This design comes from an exercise in tuning for small area, a short achievable clock period and few clock cycles per item on the open sky130 flow, not from production work.

==> flow/design.v (excerpt) <==
module div_unit (
    input  wire        clk,
    input  wire        rst,        
    input  wire        trig,       
    input  wire        sgn,        
    input  wire [63:0] a,          
    input  wire [63:0] b,          
    output reg  [63:0] dq,         
    output reg  [63:0] dm,         
    output wire        done,       
    output reg         cpl,        
    output reg         ov,         
    output reg         dz          
);
    reg        busy;               
    reg        align;              
    reg        fix;                
    reg [6:0]  cnt;                
    reg [6:0]  wbr;                
    reg [64:0] rem;                
    reg [63:0] quo;                
    reg [64:0] dvx;                
    reg        cin;                
    reg        neg_a;              
    reg        neg_q;              
    reg [1:0]  lastq;              
    assign done = !busy;
    wire        a_neg  = sgn && a[63];
    wire        b_neg  = sgn && b[63];
    wire [63:0] a_x    = a ^ {64{a_neg}};
    wire [63:0] b_x    = (b ^ {64{b_neg}}) | 64'd1;
    wire [6:0]  wa_x, wb;
    wire        zq;
    div_width wid_a (.v(a_x), .w(wa_x));
  ...
Size: roughly 260 I/O pins, ~43000 µm² of cells after synthesis.
==> module div_add, before the edit <==
module div_add #(parameter W = 67) (
    input  wire [W-1:0] x,
    input  wire [W-1:0] y,
    input  wire         ci,
    output wire [W-1:0] s,
    output wire         z
);
    localparam L = $clog2(W);
    wire [W-1:0] g [0:L];
    wire [W-1:0] p [0:L];
    wire [W-1:0] p0;
    genvar l, i;
    generate
        for (i = 0; i < W; i = i + 1) begin : bit_pg
            if (i == 0) begin : b0
                wire g0, pp;
                div_pg u (.x(x[0]), .y(y[0]), .g(g0), .p(pp));
                assign p0[0] = pp;
                assign g[0][0] = g0 | (pp & ci);
                assign p[0][0] = pp;
            end else begin : bn
                div_pg u (.x(x[i]), .y(y[i]), .g(g[0][i]), .p(p0[i]));
                assign p[0][i] = p0[i];
            end
        end
        for (l = 0; l < L; l = l + 1) begin : lvl
            for (i = 0; i < W; i = i + 1) begin : col
                if (((i >> l) & 1) == 1) begin : n
                    div_pre u (.gh(g[l][i]), .ph(p[l][i]),
                               .gl(g[l][((i >> l) << l) - 1]), .pl(p[l][((i >> l) << l) - 1]),
                               .go(g[l+1][i]), .po(p[l+1][i]));
                end else begin : w
                    assign g[l+1][i] = g[l][i];
                    assign p[l+1][i] = p[l][i];
                end
            end
        end
    endgenerate
    assign s = p0 ^ {g[L][W-2:0], ci};
    assign z = &p0;
endmodule
make LEC_CHECK=0 CAP_MARGIN=20 CORE_MARGIN=2 CORE_UTILIZATION=40 SETUP_SLACK_MARGIN=5 SLEW_MARGIN=20 SYNTH_HIERARCHICAL=1 SYNTH_MINIMUM_KEEP_SIZE=0 finish   # period 11.0 ns
run.sh (not shown) runs the stock make flow with config.mk's settings and CLKGATE_MAP_FILE= SYNTH_SCRIPT=/design/flow/synth_recipe.tcl, a recipe that flattens the netlist after the stock synthesis.
The first run ran to the end with no violations.
Edit:
--- a/flow/design.v
+++ b/flow/design.v
@@ -35,39 +35,21 @@
     output wire [W-1:0] s,
     output wire         z
 );
-    localparam L = $clog2(W);
-    wire [W-1:0] g [0:L];
-    wire [W-1:0] p [0:L];
-    wire [W-1:0] p0;
-    genvar l, i;
-    generate
-        for (i = 0; i < W; i = i + 1) begin : bit_pg
-            if (i == 0) begin : b0
-                wire g0, pp;
-                div_pg u (.x(x[0]), .y(y[0]), .g(g0), .p(pp));
-                assign p0[0] = pp;
-                assign g[0][0] = g0 | (pp & ci);
-                assign p[0][0] = pp;
-            end else begin : bn
-                div_pg u (.x(x[i]), .y(y[i]), .g(g[0][i]), .p(p0[i]));
-                assign p[0][i] = p0[i];
-            end
-        end
-        for (l = 0; l < L; l = l + 1) begin : lvl
-            for (i = 0; i < W; i = i + 1) begin : col
-                if (((i >> l) & 1) == 1) begin : n
-                    div_pre u (.gh(g[l][i]), .ph(p[l][i]),
-                               .gl(g[l][((i >> l) << l) - 1]), .pl(p[l][((i >> l) << l) - 1]),
-                               .go(g[l+1][i]), .po(p[l+1][i]));
-                end else begin : w
-                    assign g[l+1][i] = g[l][i];
-                    assign p[l+1][i] = p[l][i];
+    reg [W-1:0] g, p;
+    integer i, l;
+    always @* begin
+        g = x & y;
+        p = x ^ y;
+        g[0] = g[0] | (p[0] & ci);
+        for (l = 1; l < W; l = l * 2)
+            for (i = 0; i < W; i = i + 1)
+                if ((i / l) % 2 == 1) begin
+                    g[i] = g[i] | (p[i] & g[(i / l) * l - 1]);
+                    p[i] = p[i] & p[(i / l) * l - 1];
                 end
-            end
-        end
-    endgenerate
-    assign s = p0 ^ {g[L][W-2:0], ci};
-    assign z = &p0;
+    end
+    assign s = x ^ y ^ {g[W-2:0], ci};
+    assign z = &(x ^ y);
 endmodule
 module div_width (
     input  wire [63:0] v,
=> Routed wire length is lower by a little under a tenth; setup slack is better by 110 ps; final area is lower by a few percent; global-route usage is lower by 0.79 points; die area is lower by a few percent; via count is lower by a few percent; fmax is higher slightly; cell count is lower by a few percent.
No functional check of the RTL was part of any run of this note.

========
## v6
Another version of the RTL of div_unit (not shown whole).
For scale: about 4,400 cells after synthesis, about 260 I/O pins.
==> module div_sel, before the edit <==
module div_sel (
    input  wire neg_a,
    input  wire zc,                
    input  wire force1,
    input  wire n1, n2, n3,        
    input  wire z1, z2, z3,        
    output wire sel3, sel2, sel1, sel0
);
    wire acc1 = force1 | (neg_a ? (n1 | (zc & z1)) : !n1);
    wire acc2 = !force1 & (neg_a ? (n2 | (zc & z2)) : !n2);
    wire acc3 = !force1 & (neg_a ? (n3 | (zc & z3)) : !n3);
    assign sel3 = acc3;
    assign sel2 = acc2 & !acc3;
    assign sel1 = acc1 & !acc2;
    assign sel0 = !acc1;
endmodule
==> module div_unit, before the edit <==
module div_unit (
    input  wire        clk,
    input  wire        rst,        
    input  wire        trig,       
    input  wire        sgn,        
    input  wire [63:0] a,          
    input  wire [63:0] b,          
    output reg  [63:0] dq,         
    output reg  [63:0] dm,         
    output wire        done,       
    output reg         cpl,        
    output reg         ov,         
    output reg         dz          
);
    reg        busy;               
    reg        align;              
    reg        fix;                
    reg [6:0]  cnt;                
    reg [6:0]  wbr;                
    reg [64:0] rem;                
    reg [63:0] quo;                
    reg [64:0] dvx;                
    reg        cin;                
    reg        neg_a;              
    reg        neg_q;              
    reg [1:0]  lastq;              
    assign done = !busy;
    wire        a_neg  = sgn && a[63];
    wire        b_neg  = sgn && b[63];
    wire [63:0] b_x    = (b ^ {64{b_neg}}) | 64'd1;
    wire [6:0]  wa_x, wb;
    wire        zq;
    div_width wid_b (.v(b_x), .w(wb));
    div_zq    zqt   (.a(a), .b_x(b_x), .a_neg(a_neg), .zq(zq), .wa(wa_x));
    wire        b_zero = (b == 64'd0);
    wire        fast   = b_zero || zq;           
    wire        mp_t   = a_neg && !b_neg;        
    wire        inv   = !neg_q;
    wire [6:0]  shamt = cnt - wbr;                    
    wire [64:0] sh;
    div_align aln (.v({neg_q ^ neg_a, quo} ^ {65{inv}}), .n(shamt[5:1]), .f(inv), .s(sh));
    wire [66:0] r67 = {{2{rem[64]}}, rem};
    wire [66:0] x1  = {{2{dvx[64]}}, dvx};
    wire [66:0] x2  = {dvx[64], dvx, cin};        
    wire [66:0] cs, cc0;
    genvar gi;
    generate
        for (gi = 0; gi < 67; gi = gi + 1) begin : csa
            div_csa u (.x(r67[gi]), .y(x1[gi]), .z(x2[gi]), .s(cs[gi]), .c(cc0[gi]));
        end
    endgenerate
    wire [66:0] cc = {cc0[65:0], cin};
    wire [66:0] s1, s2, s3;
    wire        z1, z2, z3;
    div_add #(.W(67)) add1 (.x(r67), .y(x1), .ci(cin), .s(s1), .z(z1));
    div_add #(.W(67)) add2 (.x(r67), .y(x2), .ci(cin), .s(s2), .z(z2));
    div_add #(.W(67)) add3 (.x(cs),  .y(cc), .ci(cin), .s(s3), .z(z3));
    localparam NG = 8;             
    wire [NG-1:0] g3, g2, g1, g0;
    genvar gs;
    generate
        for (gs = 0; gs < NG; gs = gs + 1) begin : sg
            div_sel u (.neg_a(neg_a), .zc(cin), .force1(align | fix),
                       .n1(s1[66]), .n2(s2[66]), .n3(s3[66]), .z1(z1), .z2(z2), .z3(z3),
                       .sel3(g3[gs]), .sel2(g2[gs]), .sel1(g1[gs]), .sel0(g0[gs]));
        end
    endgenerate
    reg [64:0] rsel;
    integer ib;
    always @* begin
        for (ib = 0; ib < 65; ib = ib + 1)
            rsel[ib] = (g3[ib % NG] & s3[ib]) | (g2[ib % NG] & s2[ib]) |
                       (g1[ib % NG] & s1[ib]) | (g0[ib % NG] & rem[ib]);
    end
    wire        acc1 = !g0[0];
    wire        acc2 = g2[0] | g3[0];
    wire        acc3 = g3[0];
    wire [1:0]  dig  = {acc2, acc3 | (acc1 & !acc2)};
    wire [61:0] quo_lo;
    div_lo qlo (.v(quo[61:0]), .lo(quo_lo));
    wire [61:0] q_flip  = quo_lo & {62{neg_q}};               
    wire [1:0]  qd      = fix ? lastq : dig;
    wire        qd_z    = fix ? (lastq == 2'b00) : g0[1];
    wire [63:0] q_res   = {quo[61:0] ^ (qd_z ? q_flip : {62{neg_q}}), neg_q ? 2'b00 - qd : qd};
    wire [63:0] r_res   = rsel[63:0];
    wire        last    = (cnt == 7'd0);
    wire        wr      = busy && !align && (fix || (last && !(neg_a && !cin)));
    always @(posedge clk) begin
        wbr <= wb;
        if (trig) begin
            cnt <= wa_x;
            rem <= {a_neg, a};
            dvx <= {65{mp_t}};           
        end else begin
            rem <= rsel;
            if (align) begin
                cnt <= {2'b0, shamt[5:1]};
                dvx <= sh;
            end else begin
                cnt <= cnt - 7'd1;
                dvx <= (last && neg_a && !cin) ? 65'd0 : {{2{dvx[64]}}, dvx[64:2]};
            end
        end
    end
    always @(posedge clk) begin
        cpl <= 1'b0;
        if (rst) begin
            busy <= 1'b0;
            dq   <= 64'd0;
            dm   <= 64'd0;
        end else if (trig) begin
            ov    <= a_neg && b_neg && (a == 64'h8000_0000_0000_0000) &&
                     (b == 64'hFFFF_FFFF_FFFF_FFFF);
            dz    <= b_zero;
            neg_a <= a_neg;
            neg_q <= a_neg ^ b_neg;
            busy  <= !fast;
            align <= 1'b1;
            fix   <= 1'b0;
            quo   <= b;
            cin   <= 1'b0;
            if (fast) begin
                cpl  <= 1'b1;
                dq   <= 64'd0;
                dm   <= a;
            end
        end else if (busy) begin
            if (align) begin
                align <= 1'b0;
                quo   <= 64'd0;
                cin   <= inv;
            end else if (fix) begin
                busy <= 1'b0;
                cpl  <= 1'b1;
            end else begin
                quo <= {quo[61:0], dig};
                if (last) begin
                    if (neg_a && !cin) begin
                        fix   <= 1'b1;
                        lastq <= dig;
                        quo   <= quo;
                        cin   <= 1'b1;
                    end else begin
                        busy <= 1'b0;
                        cpl  <= 1'b1;
                    end
                end
            end
            if (wr) begin
                dq <= q_res;
                dm <= r_res;
            end
        end
    end
endmodule
export LEC_CHECK = 0
export CAP_MARGIN = 20
export CORE_MARGIN = 2
export CORE_UTILIZATION = 40
export SLEW_MARGIN = 20
export SYNTH_HIERARCHICAL = 1
export SYNTH_MINIMUM_KEEP_SIZE = 0
create_clock -name core_clock -period 11.0 [get_ports {clk}]
standard.sh (not shown) runs the stock make flow with config.mk's settings and CLKGATE_MAP_FILE= SYNTH_SCRIPT=/design/flow/synth_recipe.tcl, a recipe that flattens the netlist after the stock synthesis.
==> flow/flow/run.sh <==
#!/bin/bash
# The standard layout (standard.sh, unchanged synthesis), with two changes
# to how the layout is made:
#  - the port buffers that ORFS inserts are plain buf_2 cells instead of
#    the delay cell buffer_ports picks by default;
#  - timing repair aims at a tighter setup margin.
export BUFFER_PORTS_ARGS="-buffer_cell sky130_fd_sc_hd__buf_2"
export SETUP_SLACK_MARGIN=6
bash standard.sh > standard.log 2>&1
## Diff of input files: v7 against v6
-- flow/design.v --
<<< v6, line 118
    end
endmodule
module div_sel (
    input  wire neg_a,
    input  wire zc,                
    input  wire force1,
    input  wire n1, n2, n3,        
    input  wire z1, z2, z3,        
    output wire sel3, sel2, sel1, sel0
);
    wire acc1 = force1 | (neg_a ? (n1 | (zc & z1)) : !n1);
    wire acc2 = !force1 & (neg_a ? (n2 | (zc & z2)) : !n2);
    wire acc3 = !force1 & (neg_a ? (n3 | (zc & z3)) : !n3);
    assign sel3 = acc3;
    assign sel2 = acc2 & !acc3;
    assign sel1 = acc1 & !acc2;
    assign sel0 = !acc1;
endmodule
module div_unit (
    input  wire        clk,
>>> v7, line 118
    end
endmodule
module div_unit (
    input  wire        clk,
<<< v6, line 191
    div_add #(.W(67)) add2 (.x(r67), .y(x2), .ci(cin), .s(s2), .z(z2));
    div_add #(.W(67)) add3 (.x(cs),  .y(cc), .ci(cin), .s(s3), .z(z3));
    localparam NG = 8;             
    wire [NG-1:0] g3, g2, g1, g0;
    genvar gs;
    generate
        for (gs = 0; gs < NG; gs = gs + 1) begin : sg
            div_sel u (.neg_a(neg_a), .zc(cin), .force1(align | fix),
                       .n1(s1[66]), .n2(s2[66]), .n3(s3[66]), .z1(z1), .z2(z2), .z3(z3),
                       .sel3(g3[gs]), .sel2(g2[gs]), .sel1(g1[gs]), .sel0(g0[gs]));
        end
    endgenerate
    reg [64:0] rsel;
    integer ib;
    always @* begin
        for (ib = 0; ib < 65; ib = ib + 1)
            rsel[ib] = (g3[ib % NG] & s3[ib]) | (g2[ib % NG] & s2[ib]) |
                       (g1[ib % NG] & s1[ib]) | (g0[ib % NG] & rem[ib]);
    end
    wire        acc1 = !g0[0];
    wire        acc2 = g2[0] | g3[0];
    wire        acc3 = g3[0];
    wire [1:0]  dig  = {acc2, acc3 | (acc1 & !acc2)};
    wire [61:0] quo_lo;
>>> v7, line 175
    div_add #(.W(67)) add2 (.x(r67), .y(x2), .ci(cin), .s(s2), .z(z2));
    div_add #(.W(67)) add3 (.x(cs),  .y(cc), .ci(cin), .s(s3), .z(z3));
    wire        acc1 = align || (neg_a ? (s1[66] | (cin & z1)) : !s1[66]);
    wire        acc2 = !align && (neg_a ? (s2[66] | (cin & z2)) : !s2[66]);
    wire        acc3 = !align && (neg_a ? (s3[66] | (cin & z3)) : !s3[66]);
    wire [64:0] rsel = acc3 ? s3[64:0] : acc2 ? s2[64:0] : acc1 ? s1[64:0] : rem;
    wire [1:0]  dig  = {acc2, acc3 | (acc1 & !acc2)};
    wire [61:0] quo_lo;
<<< v6, line 216
    wire [61:0] q_flip  = quo_lo & {62{neg_q}};               
    wire [1:0]  qd      = fix ? lastq : dig;
    wire        qd_z    = fix ? (lastq == 2'b00) : g0[1];
    wire [63:0] q_res   = {quo[61:0] ^ (qd_z ? q_flip : {62{neg_q}}), neg_q ? 2'b00 - qd : qd};
    wire [63:0] r_res   = rsel[63:0];
    wire        last    = (cnt == 7'd0);
    wire        wr      = busy && !align && (fix || (last && !(neg_a && !cin)));
>>> v7, line 184
    wire [61:0] q_flip  = quo_lo & {62{neg_q}};               
    wire [1:0]  qd      = fix ? lastq : dig;
    wire        qd_z    = fix ? (lastq == 2'b00) : !acc1;
    wire [63:0] q_res   = {quo[61:0] ^ (qd_z ? q_flip : {62{neg_q}}), neg_q ? 2'b00 - qd : qd};
    wire [63:0] r_res   = fix ? s1[63:0] : rsel[63:0];
    wire        last    = (cnt == 7'd0);
    wire        wr      = busy && !align && (fix || (last && !(neg_a && !cin)));
==> comparison <==
- v7: PASS, flow complete, no timing, DRC or antenna violations
- Compared v6 against v7; worst-skew pair later-pin latency within noise.
- Worst hold margin, v7 and v6, lower one = v7.
- Across both runs, clock buffer count from CTS was lower for v7 than for v6.
- v6 → v7: post-CTS setup buffer count +16, synthesized area now larger, number of cells on the critical path went down by 9.1%.
No run of this note included a check of the RTL's function; only the layout flow was run.

port drivers added, routing unchanged:
The flow's constraints put no driver on any port. The routed layouts listed below were extracted and timed again, unchanged, in two steps.
Step 1 sets driving cells, clkbuf_16 on the clock port and buf_2 on the other inputs (assumed; they add their load-dependent delay and slew).
Step 2 adds t to the input delays and takes it off the output delays; t is the mean of the earliest and latest rising clock arrival at the registers after step 1. Input paths then give back, and output paths get back, about the clock's delay inside the block.
Slacks: no drivers / after step 1 / after step 2; pairs: no drivers / after step 1.
run | t (ns) | slack for setup (ns) | latest minus earliest clock arrival (ns) | worst register clock-pin slew, ns | worst data-port slew with drivers (ns)
the first run of note 1 | 0.696 | 5.031 / 5.064 / 4.377 | 0.025 / 0.024 | 0.08 / 0.08 | 0.05
the second run of note 1 | 0.670 | 5.145 / 5.103 / 4.432 | 0.036 / 0.035 | 0.07 / 0.07 | 0.10
v6 | 0.713 | 5.731 / 5.731 / 5.149 | 0.045 / 0.044 | 0.07 / 0.07 | 0.14
v7 | 0.720 | 5.828 / 5.828 / 5.116 | 0.040 / 0.039 | 0.07 / 0.07 | 0.13
After both steps every run listed still meets setup and hold. The setup slack of the second run of note 1, which loses most, moves by -0.042 ns with the drivers and by -0.713 ns with both steps.
